This design comes from an exercise in tuning for small area, a short achievable clock period and few clock cycles per item on the open sky130 flow, not from production work. The RTL was checked by simulation tests, not by an equivalence proof against the original design. Power figures rest on the tool's default switching activity, not on a simulated workload.

==> 08-24 <==
==> flow/design.v (excerpt) <==
module lath_ecc (
    input  wire         clk,
    input  wire         rst,           
    input  wire         in_valid,
    output wire         in_ready,
    input  wire [383:0] in_line,
    output reg          out_valid,
    input  wire         out_ready,
    output reg  [255:0] out_data,      
    output wire [7:0]   out_poison,    
    output wire [3:0]   out_corr,      
    output wire [3:0]   out_ue,        
    output wire [3:0]   out_prd,       
    output reg  [2:0]   out_die,       
    output wire         out_retire,    
    output wire         out_dual,      
    output reg          out_ue_alarm,  
    input  wire [15:0]  limit,         
    input  wire         win_clear,
    input  wire         cnt_clear,
    output wire         busy,
    output wire         erasure,
    output wire [2:0]   retired,
    output wire [23:0]  consec,        
    output reg  [95:0]  win_count,     
    output reg  [95:0]  corr_count,    
    output reg  [15:0]  ue_count,
    output reg  [15:0]  prd_count,
    output reg  [3:0]   ue_run
);
    integer i, k;
    genvar  b;
    reg  [2:0]  retired_q;     
    reg  [2:0]  cdie;          
    reg  [3:0]  ccnt;          
    reg  [15:0] limit_q;       
    reg  [7:0]  ocls;          
    reg         ret_q, dual_q;
    reg         p_any;         
    reg         p_norm;        
    reg  [5:0]  p_1h;          
  ...
==> flow/config.mk <==
export PLATFORM = sky130hd
export DESIGN_NAME = lath_ecc
export DESIGN_NICKNAME = lath_ecc
export VERILOG_FILES = /design/flow/design.v
export SDC_FILE = /design/flow/constraint.sdc
export NUM_CORES = 8
export LEC_CHECK = 0
export CAP_MARGIN = 20
export CORE_MARGIN = 2
export CORE_UTILIZATION = 60
export SLEW_MARGIN = 20
==> flow/constraint.sdc <==
create_clock -name core_clock -period 26.0 [get_ports {clk}]
set_input_delay 5.2000 -clock core_clock [delete_from_list [all_inputs] [get_ports {clk}]]
set_output_delay 5.2000 -clock core_clock [all_outputs]
set_load 0.01 [all_outputs]
standard.sh (not shown) runs the stock make flow with config.mk's settings and CLKGATE_MAP_FILE= SYNTH_SCRIPT=/design/flow/synth_recipe.tcl, a recipe that flattens the netlist after the stock synthesis.
==> flow/flow/run.sh <==
#!/bin/bash
# The standard layout (the standard.sh: ORFS synthesis to final) with two
# changes in how it is made:
#  - the port buffers are sky130_fd_sc_hd__buf_1 instead of the cell
#    buffer_ports picks by default (every port still gets its own buffer);
#  - ORFS's timing repair (after CTS and after global routing) aims for
#    15 ns of setup slack at the design's 26 ns clock, instead of 0.
# The SDC (clock, I/O delays, loads) is the standard flow's, unchanged.
set -euo pipefail
bash standard.sh \
    "BUFFER_PORTS_ARGS=-buffer_cell sky130_fd_sc_hd__buf_1" \
    "SETUP_SLACK_MARGIN=15" \
    finish > standard_flow.log 2>&1
==> 09-03 (differences from 08-24) <==
--- a/flow/design.v
+++ b/flow/design.v
@@ -36,10 +36,17 @@
     reg  [15:0] limit_q;       
     reg  [7:0]  ocls;          
     reg         ret_q, dual_q;
     reg         p_any;         
     reg         p_norm;        
+    reg  [3:0]  p_th;          
+    reg  [3:0]  la_th;         
+    reg         p_clean;       
+    reg         rdy_a;         
+    reg         rdy_b;         
+    reg  [5:0]  wflag;
+    reg  [5:0]  rc_1h;
     reg  [5:0]  p_1h;          
     function [15:0] sat_add;
         input [15:0] x;
         input [2:0]  n;
         reg   [3:0]  lo;
@@ -106,76 +113,64 @@
     wire [3:0] q_cln = ~q_hi & ~q_lo;
     wire [3:0] q_loc = ~q_hi &  q_lo;
     wire [3:0] q_ue  =  q_hi & ~q_lo;
     wire [3:0] q_prd =  q_hi &  q_lo;
     wire [2:0] p_die = out_die;
-    reg  [2:0] p_nloc, p_nue, p_nprd, p_lafter, p_ue0;
+    reg  [2:0] p_nloc, p_nue, p_nprd, p_ue0;
     reg  [1:0] p_ue1;
-    reg        p_clean, p_brk;
+    reg        p_brk;
     always @(*) begin
         p_nloc = 3'd0; p_nue = 3'd0; p_nprd = 3'd0;
-        p_lafter = 3'd0; p_ue0 = 3'd0; p_ue1 = 2'd0;
-        p_clean = 1'b0; p_brk = 1'b0;
+        p_ue0 = 3'd0; p_ue1 = 2'd0;
+        p_brk = 1'b0;
         for (i = 0; i < 4; i = i + 1) begin
             p_nloc = p_nloc + q_loc[i];
             p_nue  = p_nue + q_ue[i];
             p_nprd = p_nprd + q_prd[i];
-            if (q_cln[i]) begin
-                p_clean  = 1'b1;
-                p_lafter = 3'd0;
-            end else if (q_loc[i]) begin
-                p_lafter = p_lafter + 3'd1;
-            end
             if (q_cln[i] | q_loc[i]) begin
                 p_brk = 1'b1;
                 p_ue1 = 2'd0;
             end else if (q_ue[i]) begin
                 if (!p_brk) p_ue0 = p_ue0 + 3'd1;
                 else        p_ue1 = p_ue1 + 2'd1;
             end
         end
     end
+    wire [2:0] p_lafter = la_th[3] ? 3'd4 : la_th[2] ? 3'd3 : la_th[1] ? 3'd2 :
+                          la_th[0] ? 3'd1 : 3'd0;
     wire [3:0] cbase  = (!p_clean && cdie == p_die) ? ccnt : 4'd0;
     wire [4:0] csum   = {1'b0, cbase} + {2'b0, p_lafter};
     wire       cmove  = p_norm && (p_clean || p_lafter != 3'd0);
     wire [3:0] ccnt_n = cmove ? ((csum >= 5'd8) ? 4'd8 : csum[3:0]) : ccnt;
     wire [2:0] cdie_n = (p_norm && p_lafter != 3'd0) ? p_die : cdie;
-    reg  [3:0] la_th;
-    always @(*) begin
-        la_th = 4'b0;
-        for (i = 0; i < 4; i = i + 1)
-            if (q_cln[i])      la_th = 4'b0;
-            else if (q_loc[i]) la_th = {la_th[2:0], 1'b1};
-    end
     wire c8 = cmove ? ((cbase[3]) |
                        (cbase == 4'd7 & la_th[0]) | (cbase == 4'd6 & la_th[1]) |
                        (cbase == 4'd5 & la_th[2]) | (cbase == 4'd4 & la_th[3]))
                     : (ccnt == 4'd8);
     reg  [15:0] win_sel, corr_sel;
     always @(*) begin
         win_sel  = 16'h0;
         corr_sel = 16'h0;
         for (k = 0; k < 6; k = k + 1) begin
-            win_sel  = win_sel  | ({16{p_1h[k]}} & win_count[16*k +: 16]);
+            win_sel  = win_sel  | ({16{p_any ? p_1h[k] : rc_1h[k]}} & win_count[16*k +: 16]);
             corr_sel = corr_sel | ({16{p_1h[k]}} & corr_count[16*k +: 16]);
         end
     end
     wire [15:0] win_new  = sat_add(win_sel, p_nloc);
     wire [15:0] corr_new = sat_add(corr_sel, p_nloc);
-    wire t_ge1 = |q_loc;
-    wire t_ge2 = (q_loc[0] & (q_loc[1] | q_loc[2] | q_loc[3])) |
-                 (q_loc[1] & (q_loc[2] | q_loc[3])) | (q_loc[2] & q_loc[3]);
-    wire t_ge3 = (q_loc[0] & q_loc[1] & (q_loc[2] | q_loc[3])) |
-                 ((q_loc[0] | q_loc[1]) & q_loc[2] & q_loc[3]);
-    wire t_ge4 = &q_loc;
+    wire t_ge1 = p_th[0] & p_any;
+    wire t_ge2 = p_th[1] & p_any;
+    wire t_ge3 = p_th[2] & p_any;
+    wire t_ge4 = p_th[3] & p_any;
     wire [16:0] lim_1 = sub_small(limit_q, 3'd1);
     wire [16:0] lim_2 = sub_small(limit_q, 3'd2);
     wire [16:0] lim_3 = sub_small(limit_q, 3'd3);
     wire [16:0] lim_4 = sub_small(limit_q, 3'd4);
     wire [16:0] lim_m = t_ge4 ? lim_4 : t_ge3 ? lim_3 : t_ge2 ? lim_2 :
                         t_ge1 ? lim_1 : {1'b0, limit_q};
-    wire        ge_new = lim_m[16] | ge16(win_sel, lim_m[15:0]);
+    wire        ge_new = (limit_q != 16'h0) &&
+                         (lim_m[16] | ge16(win_sel, lim_m[15:0]));
     wire [4:0] run_sum = {1'b0, ue_run} + {2'b0, p_ue0};
     wire [3:0] run_n   = p_brk ? {2'b0, p_ue1} :
                          (run_sum > 5'd15) ? 4'd15 : run_sum[3:0];
     wire [3:0] run_e   = p_any ? run_n : ue_run;
     reg  [5:0]  meets;
@@ -184,13 +179,11 @@
     always @(*) begin
         m_any = 1'b0;
         m_two = 1'b0;
         meet_die = 3'd7;
         for (k = 0; k < 6; k = k + 1) begin
-            meets[k] = (cdie_n == k && c8) ||
-                       (limit_q != 16'h0 &&
-                        (p_1h[k] ? ge_new : ge16(win_count[16*k +: 16], limit_q)));
+            meets[k] = (cdie_n == k && c8) || (p_1h[k] ? ge_new : wflag[k]);
             if (meets[k]) begin
                 m_two = m_two | m_any;
                 m_any = 1'b1;
                 meet_die = k[2:0];
             end
@@ -237,10 +230,17 @@
             assign loc[b] = (|lraw[b]) & ~two;
             assign ue[b]  = ~clean[b] & ~pois[b] & ~loc[b];
         end
     endgenerate
     wire [3:0] brk = clean | loc;
+    reg  [3:0] n_la_th;
+    always @(*) begin
+        n_la_th = 4'b0;
+        for (i = 0; i < 4; i = i + 1)
+            if (clean[i])    n_la_th = 4'b0;
+            else if (loc[i]) n_la_th = {n_la_th[2:0], 1'b1};
+    end
     reg [3:0] ue_pre;         
     reg       nobrk;
     always @(*) begin
         nobrk = 1'b1;
         for (i = 0; i < 4; i = i + 1) begin
@@ -275,12 +275,12 @@
             assign n_ocls[2*b +: 2] = pois[b] ? 2'b11 : ue[b] ? 2'b10 :
                                       loc[b] ? 2'b01 : 2'b00;
         end
     endgenerate
     wire hold   = out_valid && !out_ready;
-    wire accept = in_valid && !hold;
-    assign in_ready = !hold;
+    wire accept = in_valid && in_ready;
+    assign in_ready = rdy_a || (rdy_b && out_ready);
     assign busy     = out_valid;
     wire [3:0] oc1 = {ocls[7], ocls[5], ocls[3], ocls[1]};
     wire [3:0] oc0 = {ocls[6], ocls[4], ocls[2], ocls[0]};
     assign out_corr   = ~oc1 & oc0;
     assign out_ue     = oc1 & ~oc0;
@@ -296,10 +296,18 @@
         end
     endgenerate
     always @(posedge clk) begin
         limit_q <= limit;
         p_1h    <= two ? 6'b0 : lany;
+        p_th[0] <= |loc;
+        p_th[1] <= (loc[0] & (loc[1] | loc[2] | loc[3])) |
+                   (loc[1] & (loc[2] | loc[3])) | (loc[2] & loc[3]);
+        p_th[2] <= (loc[0] & loc[1] & (loc[2] | loc[3])) |
+                   ((loc[0] | loc[1]) & loc[2] & loc[3]);
+        p_th[3] <= &loc;
+        p_clean <= |clean;
+        la_th   <= n_la_th;
         if (!hold) begin
             out_data     <= n_data;
             ocls         <= n_ocls;
             out_die      <= ldie;
             out_ue_alarm <= n_alarm;
@@ -318,42 +326,64 @@
             p_any      <= 1'b0;
             p_norm     <= 1'b0;
             retired_q  <= 3'd7;
             cdie       <= 3'd0;
             ccnt       <= 4'd0;
-            win_count  <= 96'h0;
-            corr_count <= 96'h0;
             ue_count   <= 16'h0;
             prd_count  <= 16'h0;
             ue_run     <= 4'h0;
         end else begin
-            out_valid <= in_valid || hold;
+            out_valid <= accept || hold;
             p_any     <= accept;
             p_norm    <= accept && !ers_e;
             retired_q <= ret_e;
             if (p_any) begin
                 cdie <= cdie_n;
                 ccnt <= ccnt_n;
-                for (k = 0; k < 6; k = k + 1)
-                    if (p_die == k) begin
-                        win_count[16*k +: 16]  <= win_new;
-                        corr_count[16*k +: 16] <= corr_new;
-                    end
                 ue_count  <= sat_add(ue_count, p_nue);
                 prd_count <= sat_add(prd_count, p_nprd);
                 ue_run    <= run_n;
             end else begin
-                if (win_clear)
-                    win_count <= 96'h0;
                 if (cnt_clear) begin
-                    corr_count <= 96'h0;
                     ue_count   <= 16'h0;
                     prd_count  <= 16'h0;
                 end
             end
         end
     end
+    always @(posedge clk) begin
+        if (rst) begin
+            wflag <= 6'b0;
+            rc_1h <= 6'b0;
+        end else begin
+            if (p_any)
+                wflag <= (wflag & ~p_1h) | ({6{ge_new}} & p_1h);
+            else if (win_clear)
+                wflag <= 6'b0;
+            else
+                wflag <= (wflag & ~rc_1h) | ({6{ge_new}} & rc_1h);
+            rc_1h <= (limit != limit_q) ? 6'b000001 : {rc_1h[4:0], 1'b0};
+        end
+        if (rst) begin
+            rdy_a <= 1'b1;
+            rdy_b <= 1'b1;
+        end else begin
+            rdy_b <= !((limit != limit_q) || (|rc_1h[4:0]));
+            rdy_a <= !((limit != limit_q) || (|rc_1h[4:0])) && !(accept || hold);
+        end
+    end
+    wire        w_zero = rst | !p_any;
+    wire [15:0] win_d  = w_zero ? 16'h0 : win_new;
+    wire [15:0] corr_d = w_zero ? 16'h0 : corr_new;
+    always @(posedge clk) begin
+        for (k = 0; k < 6; k = k + 1) begin
+            if (rst || (p_any ? p_1h[k] : win_clear))
+                win_count[16*k +: 16] <= win_d;
+            if (rst || (p_any ? p_1h[k] : cnt_clear))
+                corr_count[16*k +: 16] <= corr_d;
+        end
+    end
 endmodule
 module lath_ecc_beat (
     input  wire [95:0] w,        
     input  wire        ers,      
     input  wire [5:0]  ret1h,    
==> flow/flow/run.sh (replaced) <==
#!/bin/bash
# The standard layout (the standard.sh: ORFS synthesis to final) with
# three changes in how it is made:
#  - ORFS's synthesis maps the logic with the area-oriented ABC script in
#    flow/abc_area_map.script (a copy of ORFS's scripts folder is used, with
#    only abc_speed.script replaced); everything else in the synthesis, and
#    so every register, is as in the standard synthesis;
#  - the port buffers are sky130_fd_sc_hd__buf_1 instead of the cell
#    buffer_ports picks by default (every port still gets its own buffer);
#  - ORFS's timing repair (after CTS and after global routing) aims for
#    15.3 ns of setup slack at the design's 26 ns clock, instead of 0.
# The SDC (clock, I/O delays, loads) is the standard flow's, unchanged.
set -euo pipefail
here=$(pwd)
rm -rf "$here/orfs_scripts"
cp -r "$FLOW_HOME/scripts" "$here/orfs_scripts"
cp "$here/flow/abc_area_map.script" "$here/orfs_scripts/abc_speed.script"
bash standard.sh \
    "SCRIPTS_DIR=$here/orfs_scripts" \
    "BUFFER_PORTS_ARGS=-buffer_cell sky130_fd_sc_hd__buf_1" \
    "SETUP_SLACK_MARGIN=15.3" \
    finish > standard_flow.log 2>&1
==> flow/flow/abc_area_map.script (new file) <==
strash
&get -n
&fraig -x
&put
scorr
dc2
strash
balance
rewrite
refactor
balance
rewrite -z
rewrite -z
balance
refactor -z
rewrite -z
balance
dc2
strash
&get -n
&deepsyn -T 900
&dch -f
&nf -R 1000
&put
CORE_UTILIZATION = 52   (was 60)
CTS_CLUSTER_DIAMETER = 70   (was not set)
CTS_CLUSTER_SIZE = 25   (was not set)
==> 10-19 (differences from 08-24) <==
--- a/flow/design.v
+++ b/flow/design.v
@@ -318,12 +318,10 @@
             p_any      <= 1'b0;
             p_norm     <= 1'b0;
             retired_q  <= 3'd7;
             cdie       <= 3'd0;
             ccnt       <= 4'd0;
-            win_count  <= 96'h0;
-            corr_count <= 96'h0;
             ue_count   <= 16'h0;
             prd_count  <= 16'h0;
             ue_run     <= 4'h0;
         end else begin
             out_valid <= in_valid || hold;
@@ -331,29 +329,32 @@
             p_norm    <= accept && !ers_e;
             retired_q <= ret_e;
             if (p_any) begin
                 cdie <= cdie_n;
                 ccnt <= ccnt_n;
-                for (k = 0; k < 6; k = k + 1)
-                    if (p_die == k) begin
-                        win_count[16*k +: 16]  <= win_new;
-                        corr_count[16*k +: 16] <= corr_new;
-                    end
                 ue_count  <= sat_add(ue_count, p_nue);
                 prd_count <= sat_add(prd_count, p_nprd);
                 ue_run    <= run_n;
             end else begin
-                if (win_clear)
-                    win_count <= 96'h0;
                 if (cnt_clear) begin
-                    corr_count <= 96'h0;
                     ue_count   <= 16'h0;
                     prd_count  <= 16'h0;
                 end
             end
         end
     end
+    wire        w_zero = rst | !p_any;
+    wire [15:0] win_d  = w_zero ? 16'h0 : win_new;
+    wire [15:0] corr_d = w_zero ? 16'h0 : corr_new;
+    always @(posedge clk) begin
+        for (k = 0; k < 6; k = k + 1) begin
+            if (rst || (p_any ? p_1h[k] : win_clear))
+                win_count[16*k +: 16] <= win_d;
+            if (rst || (p_any ? p_1h[k] : cnt_clear))
+                corr_count[16*k +: 16] <= corr_d;
+        end
+    end
 endmodule
 module lath_ecc_beat (
     input  wire [95:0] w,        
     input  wire        ers,      
     input  wire [5:0]  ret1h,    
==> flow/flow/run.sh (replaced) <==
#!/bin/bash
# The standard layout (the standard.sh: ORFS synthesis to final) with
# three changes in how it is made:
#  - ORFS's synthesis maps the logic with the area-oriented ABC script in
#    flow/abc_area_map.script (a copy of ORFS's scripts folder is used, with
#    only abc_speed.script replaced); everything else in the synthesis, and
#    so every register, is as in the standard synthesis;
#  - the port buffers are sky130_fd_sc_hd__buf_1 instead of the cell
#    buffer_ports picks by default (every port still gets its own buffer);
#  - ORFS's timing repair (after CTS and after global routing) aims for
#    15 ns of setup slack at the design's 26 ns clock, instead of 0.
# The SDC (clock, I/O delays, loads) is the standard flow's, unchanged.
set -euo pipefail
here=$(pwd)
rm -rf "$here/orfs_scripts"
cp -r "$FLOW_HOME/scripts" "$here/orfs_scripts"
cp "$here/flow/abc_area_map.script" "$here/orfs_scripts/abc_speed.script"
bash standard.sh \
    "SCRIPTS_DIR=$here/orfs_scripts" \
    "BUFFER_PORTS_ARGS=-buffer_cell sky130_fd_sc_hd__buf_1" \
    "SETUP_SLACK_MARGIN=15" \
    finish > standard_flow.log 2>&1
==> flow/flow/abc_area_map.script (new file) <==
strash
&get -n
&fraig -x
&put
scorr
dc2
strash
balance
rewrite
refactor
balance
rewrite -z
rewrite -z
balance
refactor -z
rewrite -z
balance
dc2
strash
&get -n
&dch -f
&nf -R 1000
&put
CORE_UTILIZATION = 52   (was 60)
CTS_CLUSTER_DIAMETER = 70   (was not set)
CTS_CLUSTER_SIZE = 25   (was not set)
==> notes <==
- 10-19 finished clean. 08-24 completed without violations. 09-03 ended with an error in I/O pin placement.
- Of 10-19 and 08-24, 08-24 has the higher worst setup slack (gap 0.031 ns).
- In 08-24 the synthesized area is larger than in 09-03, by about 18%.
- Between 08-24 and 10-19, the lower register-to-register slack is in 10-19 (gap 2.1 ns).
- Against 08-24, the sequential share of layout area of 10-19 is higher by 6.9 points.
- Against 09-03, the synthesized cell count of 10-19 is larger by about 6%.
- Fmax: 08-24 is higher than 10-19 (about 0.3%).
- Between 08-24 and 10-19, the lower routed wire length is in 10-19 (gap about 16%, measured against 10-19).
- Between 10-19 and 08-24, the lower sequential power is in 08-24 (gap about 10%, measured against 08-24).
- Against 08-24, the die area of 10-19 is higher by 1.3%.
Testbench counts of 08-24, summed over its fixed seeds: cycles 24,008, items 24,000.
Testbench counts of 09-03, summed over its fixed seeds: cycles 24,008, items 24,000.
Testbench counts of 10-19, summed over its fixed seeds: cycles 24,008, items 24,000.

-- static timing again, ports no longer ideal --
The flow's constraints put no driver on any port. The routed layouts listed below were extracted and timed again, unchanged, in two steps.
Step 1 (the two cells are an assumption about what drives the block):
set clk [get_ports {clk}]
set_driving_cell -lib_cell sky130_fd_sc_hd__clkbuf_16 $clk
set_driving_cell -lib_cell sky130_fd_sc_hd__buf_2 [delete_from_list [all_inputs] $clk]
Step 2, shift: input delay + t, output delay - t, t = (earliest + latest rising clock arrival at the registers) / 2. This alone moves slack from input paths to output paths.
a / b / c = ideal ports / drivers / drivers and shift; a / b = the first two.
| run | t (ns) | setup WS [ns] | worst slew at a driven data input, ns |
|---|---|---|---|
| 08-24 | 0.738 | 14.993 / 14.924 / 14.597 | 0.15 |
| 10-19 | 0.677 | 14.962 / 14.890 / 15.001 | 0.15 |
After both steps every run listed still meets setup and hold. The setup slack of 08-24, which loses most, moves by -0.069 ns with the drivers and by -0.396 ns with both steps.
